From an optimization exercise on the open Yosys and OpenROAD flow, aimed at small area and a short achievable clock period; shortcuts taken in it are not production practice. The RTL was checked by simulation tests, not by an equivalence proof against the original design.

==> 04-10 <==
## ct_time_core
module ct_time_core (
  input  wire        clk,
  input  wire        rst,
  input  wire        cmd_valid,
  input  wire [2:0]  cmd_op,
  input  wire [95:0] cmd_data,
  output reg         resp_valid,
  output reg  [1:0]  resp_status,
  output wire [47:0] time_sec,
  output wire [29:0] time_ns,
  output wire [31:0] time_frac,
  output wire [63:0] linear_ns,
  output wire [15:0] linear_frac,
  output wire [47:0] rate_adj,
  output wire [47:0] rate_total,
  output wire [47:0] slew_limit,
  output wire [63:0] slew_remain,
  output wire [2:0]  status,
  output wire [3:0]  sticky,
  output wire [3:0]  cmp_armed,
  output wire [3:0]  cmp_fire
);
  localparam [2:0] OP_STICKY_CLR = 3'd0;
  localparam [2:0] OP_LOAD       = 3'd1;
  localparam [2:0] OP_RATE_SET   = 3'd2;
  localparam [2:0] OP_SLEW_LIMIT = 3'd3;
  localparam [2:0] OP_PHASE_ADJ  = 3'd4;
  localparam [2:0] OP_STEP       = 3'd5;
  localparam [2:0] OP_CMP_ARM    = 3'd6;
  localparam [2:0] OP_CMP_DISARM = 3'd7;
  localparam [1:0] ST_OK    = 2'd0;
  localparam [1:0] ST_RANGE = 2'd1;
  localparam [1:0] ST_BUSY  = 2'd2;
  localparam [29:0] NS_PER_SEC = 30'd1000000000;
  localparam [29:0] NS_NEG     = 30'd73741824;              
  localparam [38:0] RMAX       = 39'd56294995342;           
  localparam [34:0] SL_MIN     = 35'd28147;
  localparam [34:0] SL_MAX     = 35'd28147497671;
  localparam [34:0] SL_RESET   = 35'd2814750;
  reg  [47:0] sec_q;
  reg  [29:0] ns_q;
  reg  [51:0] sub_q;       
  reg  [36:0] rate_q;      
  reg  [41:0] r25_q;       
  ...
export LEC_CHECK = 0
export CAP_MARGIN = 20
export CORE_MARGIN = 2
export CORE_UTILIZATION = 30
export SLEW_MARGIN = 20
create_clock -name core_clock -period 30.0 [get_ports {clk}]
run.sh (not shown) runs the stock make flow with config.mk's settings and CLKGATE_MAP_FILE= SYNTH_SCRIPT=/design/flow/synth_recipe.tcl, a recipe that flattens the netlist after the stock synthesis.
==> 09-19 (differences from 04-10) <==
--- a/flow/design.v
+++ b/flow/design.v
@@ -91,18 +91,18 @@
   wire [24:0] now_lo = {ns_q[8:0], sub_q[51:36]};
   function fire_f;
     input [54:0] hs;
     input [54:0] hc;
     input [24:0] lo;
-    input [79:0] tgt;           
+    input [79:0] tgt;
     reg   [54:0] t, fs, fc, p, g;
     reg   [63:0] gg, pp;
     reg          cin, c;
     integer      i, w;
     begin
-      cin = (lo >= ~tgt[24:0]);
-      t   = tgt[79:25];
+      cin = (lo >= tgt[24:0]);
+      t   = ~tgt[79:25];
       fs  = hs ^ hc ^ t;
       fc  = {((hs[53:0] & hc[53:0]) | (hs[53:0] & t[53:0]) | (hc[53:0] & t[53:0])), 1'b0};
       p = fs ^ fc;
       g = fs & fc;
       gg = 64'd0;
@@ -161,31 +161,25 @@
   wire [39:0] fin_s;
   wire        fin_co;
   ct_add #(40) u_fin (.a(m25), .b(rem_neg ? rem_q[39:0] : ~rem_q[39:0]), .ci(~rem_neg),
                       .s(fin_s), .co(fin_co));
   wire        finish = rem_zero | (fin_co & (rem_neg ? rem_hi1 : rem_hi0));
-  wire [19:0] pl_s;
-  wire        pl_co;
-  ct_add #(20) u_pl (.a(rem_q[19:0]), .b(rem_neg ? m25[19:0] : ~m25[19:0]), .ci(~rem_neg),
-                     .s(pl_s), .co(pl_co));
-  wire [19:0] dm_s;
-  wire        dm_co;
-  ct_add #(20) u_dm (.a(rem_q[39:20]), .b(rem_neg ? m25[39:20] : ~m25[39:20]), .ci(pl_co),
-                     .s(dm_s), .co(dm_co));
-  wire [42:0] rh_inc = rem_q[82:40] + 43'd1;
-  wire [42:0] rh_dec = rem_q[82:40] - 43'd1;
-  wire [42:0] dd_hi  = rem_neg ? (dm_co ? rh_inc : rem_q[82:40]) : (dm_co ? rem_q[82:40] : rh_dec);
-  wire [82:0] dd     = {dd_hi, dm_s, pl_s};
+  wire [82:0] dd;
+  wire        dd_co;
+  ct_add #(83) u_dd (.a(rem_q), .b(rem_neg ? {43'd0, m25} : ~{43'd0, m25}), .ci(~rem_neg),
+                     .s(dd), .co(dd_co));
   wire [82:0] rem_slew = finish ? 83'd0 : dd;
   wire [53:0] inc_rate = {r25_q[41] ? 12'd1599 : 12'd1600, r25_q};
   wire [53:0] ybase;                                                
   wire        yb_co;
   ct_add #(54) u_yb (.a({2'b00, sub_q}), .b(inc_rate), .ci(1'b0), .s(ybase), .co(yb_co));
-  wire [40:0] xs = finish ? rem_q[40:0] : (rem_neg ? ~{1'b0, m25} : {1'b0, m25});
-  wire [53:0] ynorm;
-  wire        yn_co;
-  ct_add #(54) u_yn (.a(ybase), .b({{13{xs[40]}}, xs}), .ci(~finish & rem_neg), .s(ynorm), .co(yn_co));
+  wire [53:0] ynf, ynn;
+  wire        ynf_co, ynn_co;
+  ct_add #(54) u_ynf (.a(ybase), .b({{13{rem_q[40]}}, rem_q[40:0]}), .ci(1'b0), .s(ynf), .co(ynf_co));
+  ct_add #(54) u_ynn (.a(ybase), .b(rem_neg ? ~{14'd0, m25} : {14'd0, m25}), .ci(rem_neg),
+                      .s(ynn), .co(ynn_co));
+  wire [53:0] ynorm = finish ? ynf : ynn;
   wire [29:0] ns_p1 = ns_q + 30'd1;
   wire [29:0] ns_p2 = ns_q + 30'd2;
   wire        ns_e1 = (ns_q == NS_PER_SEC - 30'd1);
   wire        ns_e2 = (ns_q == NS_PER_SEC - 30'd2);
   wire [47:0] sec_p1 = sec_q + 48'd1;
@@ -224,40 +218,38 @@
   wire [41:0] rs25   = rs_hi ? (42'd25 * 42'd56294995342) : rs_lo ? (42'd0 - 42'd25 * 42'd56294995342) : rs25_v;
   wire [47:0] sl_in = cmd_data[47:0];
   wire        sl_ok = (sl_in >= {13'd0, SL_MIN}) && (sl_in <= {13'd0, SL_MAX});
   wire [36:0] rate_d = is_rate ? rs_cl : rate_q;
   wire [34:0] slim_d = (is_slim && sl_ok) ? sl_in[34:0] : slim_q;
-  wire [64:0] pa_r  = {{2{rem_q[82]}}, rem_q[82:20]};
-  wire [64:0] pa_m  = rem_neg ? {45'd0, m25[39:20]} : ~{45'd0, m25[39:20]};
-  wire [64:0] pa_c  = {cmd_data[63], cmd_data[63:0]};
-  wire [64:0] pa_s0 = ((pa_r) ^ (pa_m) ^ (pa_c));
-  wire [65:0] pa_k0 = ({(((pa_r) & (pa_m)) | ((pa_r) & (pa_c)) | ((pa_m) & (pa_c))), 1'b0});
-  wire [64:0] pa_nf;
+  wire [84:0] pa_r  = {{2{rem_q[82]}}, rem_q};
+  wire [84:0] pa_m  = rem_neg ? {45'd0, m25} : ~{45'd0, m25};
+  wire [84:0] pa_c  = {cmd_data[63], cmd_data[63:0], 20'd0};
+  wire [84:0] pa_s0 = ((pa_r) ^ (pa_m) ^ (pa_c));
+  wire [85:0] pa_k0 = ({(((pa_r) & (pa_m)) | ((pa_r) & (pa_c)) | ((pa_m) & (pa_c))), 1'b0});
+  wire [84:0] pa_nf;
   wire        pa_co;
-  ct_add #(65) u_pa (.a(pa_s0), .b(pa_k0[64:0]), .ci(pl_co), .s(pa_nf), .co(pa_co));
-  wire [84:0] pa_sum = finish ? {pa_c, 20'd0} : {pa_nf, pl_s};
+  ct_add #(85) u_pa (.a(pa_s0), .b(pa_k0[84:0]), .ci(~rem_neg), .s(pa_nf), .co(pa_co));
+  wire [84:0] pa_sum = finish ? pa_c : pa_nf;
   wire [32:0] pa_top = pa_sum[84:52];
-  wire [31:0] zp = pa_s0[31:0] ^ pa_k0[31:0];
-  wire [31:0] zc = {pa_s0[30:0] | pa_k0[30:0], pl_co};
-  wire        nf_low0 = (zp == zc) & ~|pl_s;
-  wire        pa_low0 = finish ? ~|pa_c[31:0] : nf_low0;
+  wire        pa_low0 = ~|pa_sum[51:0];
   wire        pa_ok  = pa_top[32] ? (pa_top >= (33'd0 - 33'd1000000000))
                                   : ((pa_top < 33'd1000000000) | ((pa_top == 33'd1000000000) & pa_low0));
   wire        st_neg  = cmd_data[63];
   wire [31:0] st_sec  = cmd_data[61:30];
   wire [29:0] st_ns   = cmd_data[29:0];
   wire [31:0] st_frac = cmd_data[95:64];
   wire        st_ok   = (st_ns < NS_PER_SEC);
   wire        do_step = is_step && st_ok;
+  wire [29:0] ns_room = NS_PER_SEC - ns_b;                          
+  wire        st_c    = st_neg ? (st_ns > ns_b) : (st_ns >= ns_room);
   wire [29:0] ns_bf   = ns_b + NS_NEG;                              
   wire [29:0] ns_bb   = ns_b + NS_PER_SEC;                          
   wire [29:0] st_nsx  = st_neg ? ~st_ns : st_ns;
   wire [29:0] st_t0, st_t1;
   wire        st_t0_co, st_t1_co;
   ct_add #(30) u_stn0 (.a(ns_b), .b(st_nsx), .ci(st_neg), .s(st_t0), .co(st_t0_co));
   ct_add #(30) u_stn1 (.a(st_neg ? ns_bb : ns_bf), .b(st_nsx), .ci(st_neg), .s(st_t1), .co(st_t1_co));
-  wire        st_c    = st_neg ? ~st_t0_co : ({st_t0_co, st_t0} >= {1'b0, NS_PER_SEC});
   wire [29:0] st_ns_n = st_c ? st_t1 : st_t0;
   wire [47:0] st_s0, st_s1;
   ct_add2 #(48) u_sts (.a(sec_b), .b(st_neg ? ~{16'd0, st_sec} : {16'd0, st_sec}),
                        .s0(st_s0), .s1(st_s1));
   wire [47:0] st_sec_n = (st_neg ^ st_c) ? st_s1 : st_s0;
@@ -349,14 +341,14 @@
       if (is_arm)
         resp_status <= arm_busy ? ST_BUSY : (arm_far ? ST_RANGE : ST_OK);
     end
   end
   always @(posedge clk) begin
-    if (!rst && do_arm && cu == 2'd0) tgt0_q <= ~arm_tgt;
-    if (!rst && do_arm && cu == 2'd1) tgt1_q <= ~arm_tgt;
-    if (!rst && do_arm && cu == 2'd2) tgt2_q <= ~arm_tgt;
-    if (!rst && do_arm && cu == 2'd3) tgt3_q <= ~arm_tgt;
+    if (!rst && do_arm && cu == 2'd0) tgt0_q <= arm_tgt;
+    if (!rst && do_arm && cu == 2'd1) tgt1_q <= arm_tgt;
+    if (!rst && do_arm && cu == 2'd2) tgt2_q <= arm_tgt;
+    if (!rst && do_arm && cu == 2'd3) tgt3_q <= arm_tgt;
   end
   wire [62:0] rem_tr;
   wire        rem_tr_co;
   ct_add #(63) u_tr (.a(rem_q[82:20]), .b(63'd0), .ci(rem_neg & (|rem_q[19:0])),
                      .s(rem_tr), .co(rem_tr_co));
==> qor summary <==
| quantity | 04-10 | 09-19 |
|---|---|---|
| Cell total after placement | 14,300 | 15,000 |
| Slowest stage cell, crit path | sky130_fd_sc_hd__fa_1 | sky130_fd_sc_hd__nor4_1 |
| Relative area change from synthesis to final layout | 14.5% | 14.4% |
| Multi-input gate area in the final layout | 0.0657 sq mm | 0.0700 sq mm |
| Post-synthesis instance area | 0.0897 sq mm | 0.0942 sq mm |
| Clock-cell share | 3.12% | 2.74% |
| Result of the run | finished clean | finished clean |
| Tightest slew margin relative to the limit | 12.0% | 15.1% |
| Register share of the cell area | 16.0% | 15.2% |
| Post-detailed-placement half-perimeter wirelength | 327,000 um | 332,000 um |
| Final worst clock skew | 0.0536 ns | 0.0530 ns |
| Met3 usage | 7.28% | 7.09% |
| Non-clock buffer total of the final layout | 714 | 757 |
| Area fraction in compound gates after synthesis | 15.7% | 16.1% |
| Sequential cell area fraction in the yosys report | 18.3% | 17.4% |
| Initial Utilization | 30.2% | 30.2% |
| First DRT Iteration DRCs | 9,295 | 8,960 |
| RR Endpoint | sec_q[5] | rem_q[21] |
| Fraction of final layout cells with drive strength greater than 1 | 4.78% | 4.87% |
| Overall routing resource usage | 26.2% | 25.5% |

[re-timing with driven ports]
The flow's constraints put no driver on any port. The routed layouts listed below were extracted and timed again, unchanged, in two steps. Step 1 (the two cells are an assumption about what drives the block):
set clk [get_ports {clk}]
set_driving_cell -lib_cell sky130_fd_sc_hd__clkbuf_16 $clk
set_driving_cell -lib_cell sky130_fd_sc_hd__buf_2 [delete_from_list [all_inputs] $clk]
Step 2 times the ports against the registers' clock, not the clock port: input delays grow and output delays shrink by t, the midpoint of the rising clock arrivals with the driver on. Slacks: no drivers / after step 1 / after step 2; pairs: no drivers / after step 1.
| run | shift t [ns] | setup slack, ns | cell pins on the clock port's net |
|---|---|---|---|
| 04-10 | 0.860 | 14.438 / 14.343 / 14.126 | 1 |
| 09-19 | 0.873 | 14.485 / 14.385 / 14.762 | 1 |
After both steps every run listed still meets setup and hold. The setup slack of 04-10, which loses most, moves by -0.095 ns with the drivers and by -0.312 ns with both steps.
